This is an optimization exercise on Yosys and OpenROAD, whose aim is small area, not a production implementation.
Only simulation tests tie the RTL to the original design; equivalence was not proved.

== trial 63 ==
==> flow/design.v <==
module ce0_loop (
    input              clk,
    input              rst,
    input      [2:0]   phases,
    input              polarity,
    input      [223:0] i_coef,
    input      [31:0]  i_out_max,
    input      [31:0]  i_out_min,
    input      [159:0] s_coef,
    input      [31:0]  s_out_lim,
    input      [15:0]  d_min,
    input      [15:0]  d_max,
    input              close,
    input      [15:0]  pre_d,
    input              start,
    input      [15:0]  i_ref,
    input      [15:0]  i_str,
    input      [71:0]  iph,
    output             ready,
    output reg         done,
    output reg [95:0]  duty,
    output reg         sat_i,
    output reg         sat_share
);
    localparam ST_IDLE = 2'd0, ST_RUN = 2'd1, ST_CLR = 2'd2;
    reg [1:0] state;
    reg [3:0] tt;        
    reg       h;         
    reg [2:0] x;         
    reg [4:0] dc;        
    reg       fin_c;     
    reg       fin_s;     
    integer i, j;
    wire idle = (state == ST_IDLE);
    wire run  = (state == ST_RUN);
    wire clr  = (state == ST_CLR);
    wire cur  = (tt < 4'd7);
    wire [2:0] n_ph = (phases == 3'd7) ? 3'd6 : phases;
    reg [16:0] E [0:3];
    reg [15:0] U [0:2];
    reg [12:0] ex1 [0:5];
    reg [12:0] ex2 [0:5];
    reg [19:0] sx1 [0:5];
    reg [19:0] sx2 [0:5];
    reg [15:0] F [0:5];
    reg [52:0] acc;
    reg [14:0] dq;       
    reg [2:0]  dr;       
    wire act = run && !cur && (x < n_ph) && (n_ph >= 3'd2);
    wire fin = fin_c || fin_s;
    wire        sneg  = dq[14];
    wire        rlast = ({1'b0, dr} == {1'b0, n_ph} - 4'd1);
    wire [12:0] exnow = {F[0][11], F[0][11:0]} + ({1'b0, dq[11:0]} ^ {13{~sneg}}) + {12'd0, sneg ? rlast : 1'b1};
    reg [19:0] opnd;
    reg [31:0] coef;
    reg        neg;
    always @* begin
        case (tt)
            4'd0, 4'd1, 4'd2, 4'd3: opnd = {{2{E[0][16]}}, E[0], 1'b0};
            4'd4, 4'd5, 4'd6:       opnd = {4'd0, U[0]};
            4'd7:                   opnd = sx1[0];
            4'd8:                   opnd = sx2[0];
            4'd9:                   opnd = {{2{ex1[0][12]}}, ex1[0], 5'd0};
            4'd10:                  opnd = {{2{ex2[0][12]}}, ex2[0], 5'd0};
            default:                opnd = {{2{exnow[12]}}, exnow, 5'd0};
        endcase
        case (tt)
            4'd0:  coef = i_coef[0*32 +: 32];
            4'd1:  coef = i_coef[1*32 +: 32];
            4'd2:  coef = i_coef[2*32 +: 32];
            4'd3:  coef = i_coef[3*32 +: 32];
            4'd4:  coef = i_coef[4*32 +: 32];
            4'd5:  coef = i_coef[5*32 +: 32];
            4'd6:  coef = i_coef[6*32 +: 32];
            4'd7:  coef = s_coef[3*32 +: 32];
            4'd8:  coef = s_coef[4*32 +: 32];
            4'd9:  coef = s_coef[1*32 +: 32];
            4'd10: coef = s_coef[2*32 +: 32];
            default: coef = s_coef[0*32 +: 32];
        endcase
        if (tt <= 4'd3)      neg = polarity;
        else if (tt <= 4'd8) neg = 1'b1;
        else                 neg = ~polarity;
    end
    wire [33:0] cs = h ? {coef, 2'b00} : {{2{coef[31]}}, coef};
    wire [20:0] xo = {opnd, 1'b0};
    localparam [52:0] KSE = -((53'd1 << 34) + (53'd1 << 38) + (53'd1 << 42) + (53'd1 << 46) + (53'd1 << 50));
    reg  [52:0] row [0:5];
    reg  [2:0]  bt;
    reg         b1, b2, bn;
    reg  [34:0] br;
    reg  [52:0] nb;
    wire first = !h && (tt == 4'd0 || tt == 4'd7);
    always @* begin
        nb = KSE;
        for (j = 0; j < 5; j = j + 1) begin
            bt = xo[4*j + 2*h +: 3];
            b1 = bt[1] ^ bt[0];
            b2 = (bt[2] & ~bt[1] & ~bt[0]) | (~bt[2] & bt[1] & bt[0]);
            bn = bt[2] ^ neg;
            br = (({35{b1}} & {cs[33], cs}) | ({35{b2}} & {cs, 1'b0})) ^ {35{bn}};
            row[j] = {18'd0, ~br[34], br[33:0]} << (4*j);
            nb[4*j] = bn;
        end
        row[5] = nb;
    end
    function [105:0] csa(input [52:0] a, input [52:0] b, input [52:0] d);
        csa = {a ^ b ^ d, ((a & b) | (a & d) | (b & d)) << 1};
    endfunction
    wire [52:0]  acc_in = first ? 53'd0 : acc;
    wire [105:0] l1a = csa(row[0], row[1], row[2]);
    wire [105:0] l1b = csa(row[3], row[4], row[5]);
    wire [105:0] l2a = csa(l1a[105:53], l1a[52:0], l1b[105:53]);
    wire [105:0] l2b = csa(l1b[52:0], acc_in, l2a[52:0]);
    wire [105:0] l3  = csa(l2a[105:53], l2b[105:53], l2b[52:0]);
    wire [52:0]  acc_nxt = l3[105:53] + l3[52:0];
    wire signed [36:0] v = acc[52:16];
    function cmpc(input [36:0] a, input [36:0] b, input ci);
        integer k;
        reg c, ak, bk;
        begin
            c = ci;
            for (k = 0; k < 37; k = k + 1) begin
                ak = (k == 36) ? ~a[k] : a[k];
                bk = (k == 36) ? b[k] : ~b[k];
                c  = (ak & bk) | ((ak | bk) & c);
            end
            cmpc = c;
        end
    endfunction
    wire signed [31:0] lim_hi = fin_c ? i_out_max : s_out_lim;
    wire hi = cmpc(v, {{5{lim_hi[31]}}, lim_hi}, 1'b0);
    wire signed [31:0] lim_lo = fin_c ? i_out_min : ~s_out_lim;
    wire lo = ~cmpc(v, {{5{lim_lo[31]}}, lim_lo}, fin_c);
    wire [19:0] nlq = ~s_out_lim[31:12] + {19'd0, s_out_lim[11:0] == 12'd0};
    wire [19:0] q = hi ? lim_hi[31:12] : (lo ? (fin_c ? i_out_min[31:12] : nlq) : v[31:12]);
    wire signed [20:0] base = idle ? $signed({5'd0, pre_d}) : (fin_c ? 21'sd0 : $signed({5'd0, U[0]}));
    wire signed [20:0] qg   = (!idle && fin) ? $signed(q) : 21'sd0;
    wire signed [20:0] val  = base + qg;
    wire [15:0] dcl = cmpc({{16{val[20]}}, val}, {21'd0, d_max}, 1'b0) ? d_max :
                      (~cmpc({{16{val[20]}}, val}, {21'd0, d_min}, 1'b1) ? d_min : val[15:0]);
    wire last_mac  = act && (tt == 4'd11) && h;
    wire inact_rot = run && !cur && !act && !fin && (x != 3'd6);
    wire sh_step   = last_mac || inact_rot;
    wire ring_step = sh_step || clr;
    wire tail_en   = fin_s || (inact_rot && x == 3'd0 && n_ph < 3'd2);
    wire [15:0] tail = tail_en ? dcl : 16'd0;
    wire sum_ph    = run && (dc < 5'd6);
    wire u_rot     = run && cur && h && (tt == 4'd4 || tt == 4'd5);
    assign ready = idle;
    wire [3:0]  dt  = {dr, dq[11]};
    wire        dge = dt >= {1'b0, n_ph};
    wire [3:0]  dd  = dt - {1'b0, n_ph};
    wire [13:0] dm  = dq[13:0] ^ {14{dq[14]}};
    always @(posedge clk) begin
        if (rst) begin
            state <= ST_IDLE;
            done  <= 1'b0;
            fin_c <= 1'b0;
            fin_s <= 1'b0;
            duty  <= 96'd0;
            sat_i <= 1'b0;
            sat_share <= 1'b0;
        end else begin
            done  <= 1'b0;
            fin_c <= run && cur && (tt == 4'd6) && h;
            fin_s <= last_mac;
            if (fin_c && (hi || lo))
                sat_i <= 1'b1;
            if (fin_s && (hi || lo))
                sat_share <= 1'b1;
            case (state)
                ST_IDLE: begin
                    if (close) begin
                        sat_i     <= 1'b0;
                        sat_share <= 1'b0;
                        dc    <= 5'd0;
                        state <= ST_CLR;
                    end else if (start) begin
                        tt    <= 4'd0;
                        h     <= 1'b0;
                        x     <= 3'd0;
                        dc    <= 5'd0;
                        state <= ST_RUN;
                    end
                end
                ST_CLR: begin
                    dc <= dc + 5'd1;
                    if (dc == 5'd11)
                        state <= ST_IDLE;
                end
                default: begin
                    if (dc != 5'd31)
                        dc <= dc + 5'd1;
                    if (cur) begin
                        h <= !h;
                        if (h) tt <= tt + 4'd1;
                    end else if (x == 3'd6) begin
                        duty  <= {tail, F[4], F[3], F[2], F[1], F[0]};
                        done  <= 1'b1;
                        state <= ST_IDLE;
                    end else if (sh_step) begin
                        tt <= 4'd7;
                        h  <= 1'b0;
                        x  <= x + 3'd1;
                    end else if (act) begin
                        h <= !h;
                        if (h) tt <= tt + 4'd1;
                    end
                end
            endcase
        end
        acc <= acc_nxt;
        if (idle && start)
            dq <= 15'd0;
        else if (sum_ph) begin
            if (dc[2:0] < n_ph)
                dq <= dq + {{3{F[0][11]}}, F[0][11:0]};
        end else if (run && dc == 5'd6) begin
            dq[13:0] <= dm;
            dr <= {1'b0, dm[13:12]};
        end else if (run && dc >= 5'd7 && dc <= 5'd18) begin
            dq[13:0] <= {dq[12:0], dge};
            dr <= dge ? dd[2:0] : dt[2:0];
        end
        if (idle && start)
            E[0] <= {i_ref[15], i_ref} - {i_str[15], i_str};
        else if ((run && cur && h && tt <= 4'd2) || clr) begin
            E[0] <= E[1];
            E[1] <= E[2];
            E[2] <= E[3];
            E[3] <= clr ? 17'd0 : E[0];
        end
        if (u_rot)
            U[0] <= U[1];
        else if (fin_c || (idle && close))
            U[0] <= dcl;
        if (u_rot || clr) begin
            U[1] <= U[2];
            U[2] <= U[0];
        end
        if (ring_step) begin
            for (i = 0; i < 5; i = i + 1) begin
                ex1[i] <= ex1[i+1];
                ex2[i] <= ex2[i+1];
                sx1[i] <= sx1[i+1];
                sx2[i] <= sx2[i+1];
            end
            ex1[5] <= act ? exnow : 13'd0;
            ex2[5] <= ex1[0];
            sx2[5] <= sx1[0];
        end
        if (ring_step || fin_s)
            sx1[5] <= fin_s ? q : 20'd0;
        if (idle && start) begin
            for (i = 0; i < 6; i = i + 1)
                F[i][11:0] <= iph[12*i +: 12];
        end else if (sum_ph || sh_step) begin
            for (i = 0; i < 5; i = i + 1)
                F[i] <= F[i+1];
            F[5] <= sum_ph ? F[0] : tail;
        end else if (fin_s)
            F[5] <= tail;
    end
endmodule
clock: 17.0 ns
lec_check: 0
cap_margin: 20
core_margin: 2
core_utilization: 40
slew_margin: 20
standard.sh (not shown) runs the stock make flow with config.mk's settings and CLKGATE_MAP_FILE= SYNTH_SCRIPT=/design/flow/synth_recipe.tcl, a recipe that flattens the netlist after the stock synthesis.
==> flow/flow/run.sh <==
#!/bin/bash
# Layout flow: the standard ORFS flow with these changes.
#  - Synthesis is the standard one, but ABC maps the logic with an
#    area-oriented script (flow/abc_area.script); registers are untouched.
#  - Port buffers are the smallest buffer cell (buf_1).
#  - Clock tree built from small clock buffers, without dummy loads.
# The make output goes to flow.log; ORFS keeps each step's log in orfs/logs.
set -euo pipefail
W=$PWD
F=$W/flow
cat > $W/my_synth.tcl <<EOS
proc abc {args} {
  set i [lsearch -exact \$args -script]
  if {\$i >= 0} { set args [lreplace \$args [expr {\$i + 1}] [expr {\$i + 1}] $F/abc_area.script] }
  yosys abc {*}\$args
}
source $W/synth_recipe.tcl
EOS
sed "s|SYNTH_SCRIPT=[^ ]*|SYNTH_SCRIPT=$W/my_synth.tcl|" standard.sh > my_standard.sh
grep -q "SYNTH_SCRIPT=$W/my_synth.tcl" my_standard.sh
export BUFFER_PORTS_ARGS="-buffer_cell sky130_fd_sc_hd__buf_1"
export CTS_ARGS="-sink_clustering_enable -repair_clock_nets -dont_use_dummy_load -buf_list {sky130_fd_sc_hd__clkbuf_4} -sink_clustering_size 8 -sink_clustering_max_diameter 50"
bash my_standard.sh > flow.log 2>&1
==> flow/flow/abc_area.script <==
strash
&get -n
&fraig -x
&put
scorr
dc2
strash
&get -n
&deepsyn -T 120
&dch -f
&nf -R 1000
&put
topo
dnsize -c
stime -c
The inputs of trial 57 differ from those of trial 63 as listed below.
-- flow/design.v --
<<< trial 63, line 175
                        sat_i     <= 1'b0;
                        sat_share <= 1'b0;
                        dc    <= 5'd0;
                        state <= ST_CLR;
                    end else if (start) begin
>>> trial 57, line 175
                        sat_i     <= 1'b0;
                        sat_share <= 1'b0;
                        x     <= 3'd0;
                        state <= ST_CLR;
                    end else if (start) begin
<<< trial 63, line 186
                end
                ST_CLR: begin
                    dc <= dc + 5'd1;
                    if (dc == 5'd11)
                        state <= ST_IDLE;
                end
>>> trial 57, line 186
                end
                ST_CLR: begin
                    x <= x + 3'd1;
                    if (x == 3'd5)
                        state <= ST_IDLE;
                end
<<< trial 63, line 248
            end
            ex1[5] <= act ? exnow : 13'd0;
            ex2[5] <= ex1[0];
            sx2[5] <= sx1[0];
        end
        if (ring_step || fin_s)
>>> trial 57, line 248
            end
            ex1[5] <= act ? exnow : 13'd0;
            ex2[5] <= clr ? 13'd0 : ex1[0];
            sx2[5] <= clr ? 20'd0 : sx1[0];
        end
        if (ring_step || fin_s)
## What came out
The number of clock buffers in the layout reported for trial 57 is greater than that of trial 63 by about 0.9%. Between trial 57 and trial 63, the difference in utilization of the core after routing is negligible. Diff trial 57..trial 63 | starting utilization of the core area | negligible. The number of antenna violations at the first check in global routing in trial 57 was lower than what trial 63 gave. For trial 63, the worst setup path endpoint was acc[51], unlike trial 57, where it was F[5][11]. The design area of trial 63 and that of trial 57 are within noise of each other. When the final numbers for trial 57 and trial 63 were put side by side, the area of the mapped netlist turned out to be smaller in trial 63. Higher final worst slack goes to trial 63 over trial 57. Changes observed in trial 57 relative to trial 63: mean area per synthesized cell fell about 0.9%, minimum period implied by the final worst setup slack rose 0.27 ns.

-- what the ideal ports hide --
How much do the figures lean on ideal ports? The routed layouts below were timed once more, with nothing changed but the port constraints.
Step 1, drivers: a clkbuf_16 drives clk and a buf_2 each remaining input, both assumed.
Step 2 adds t to the input delays and takes it off the output delays; t is the mean of the earliest and latest rising clock arrival at the registers after step 1. Input paths then give back, and output paths get back, about the clock's delay inside the block.
a / b / c = ideal / step 1 / step 2; a / b = the first two.
run	t (ns)	setup slack, ns	worst data-port slew with drivers (ns)
trial 63	0.978	1.196 / 1.241 / 0.263	0.23
trial 57	0.999	0.922 / 0.968 / -0.031	0.31
Met with ideal ports but missed after step 2: setup timing in trial 57. The setup slack of trial 57, which loses most, moves by +0.046 ns with the drivers and by -0.953 ns with both steps.
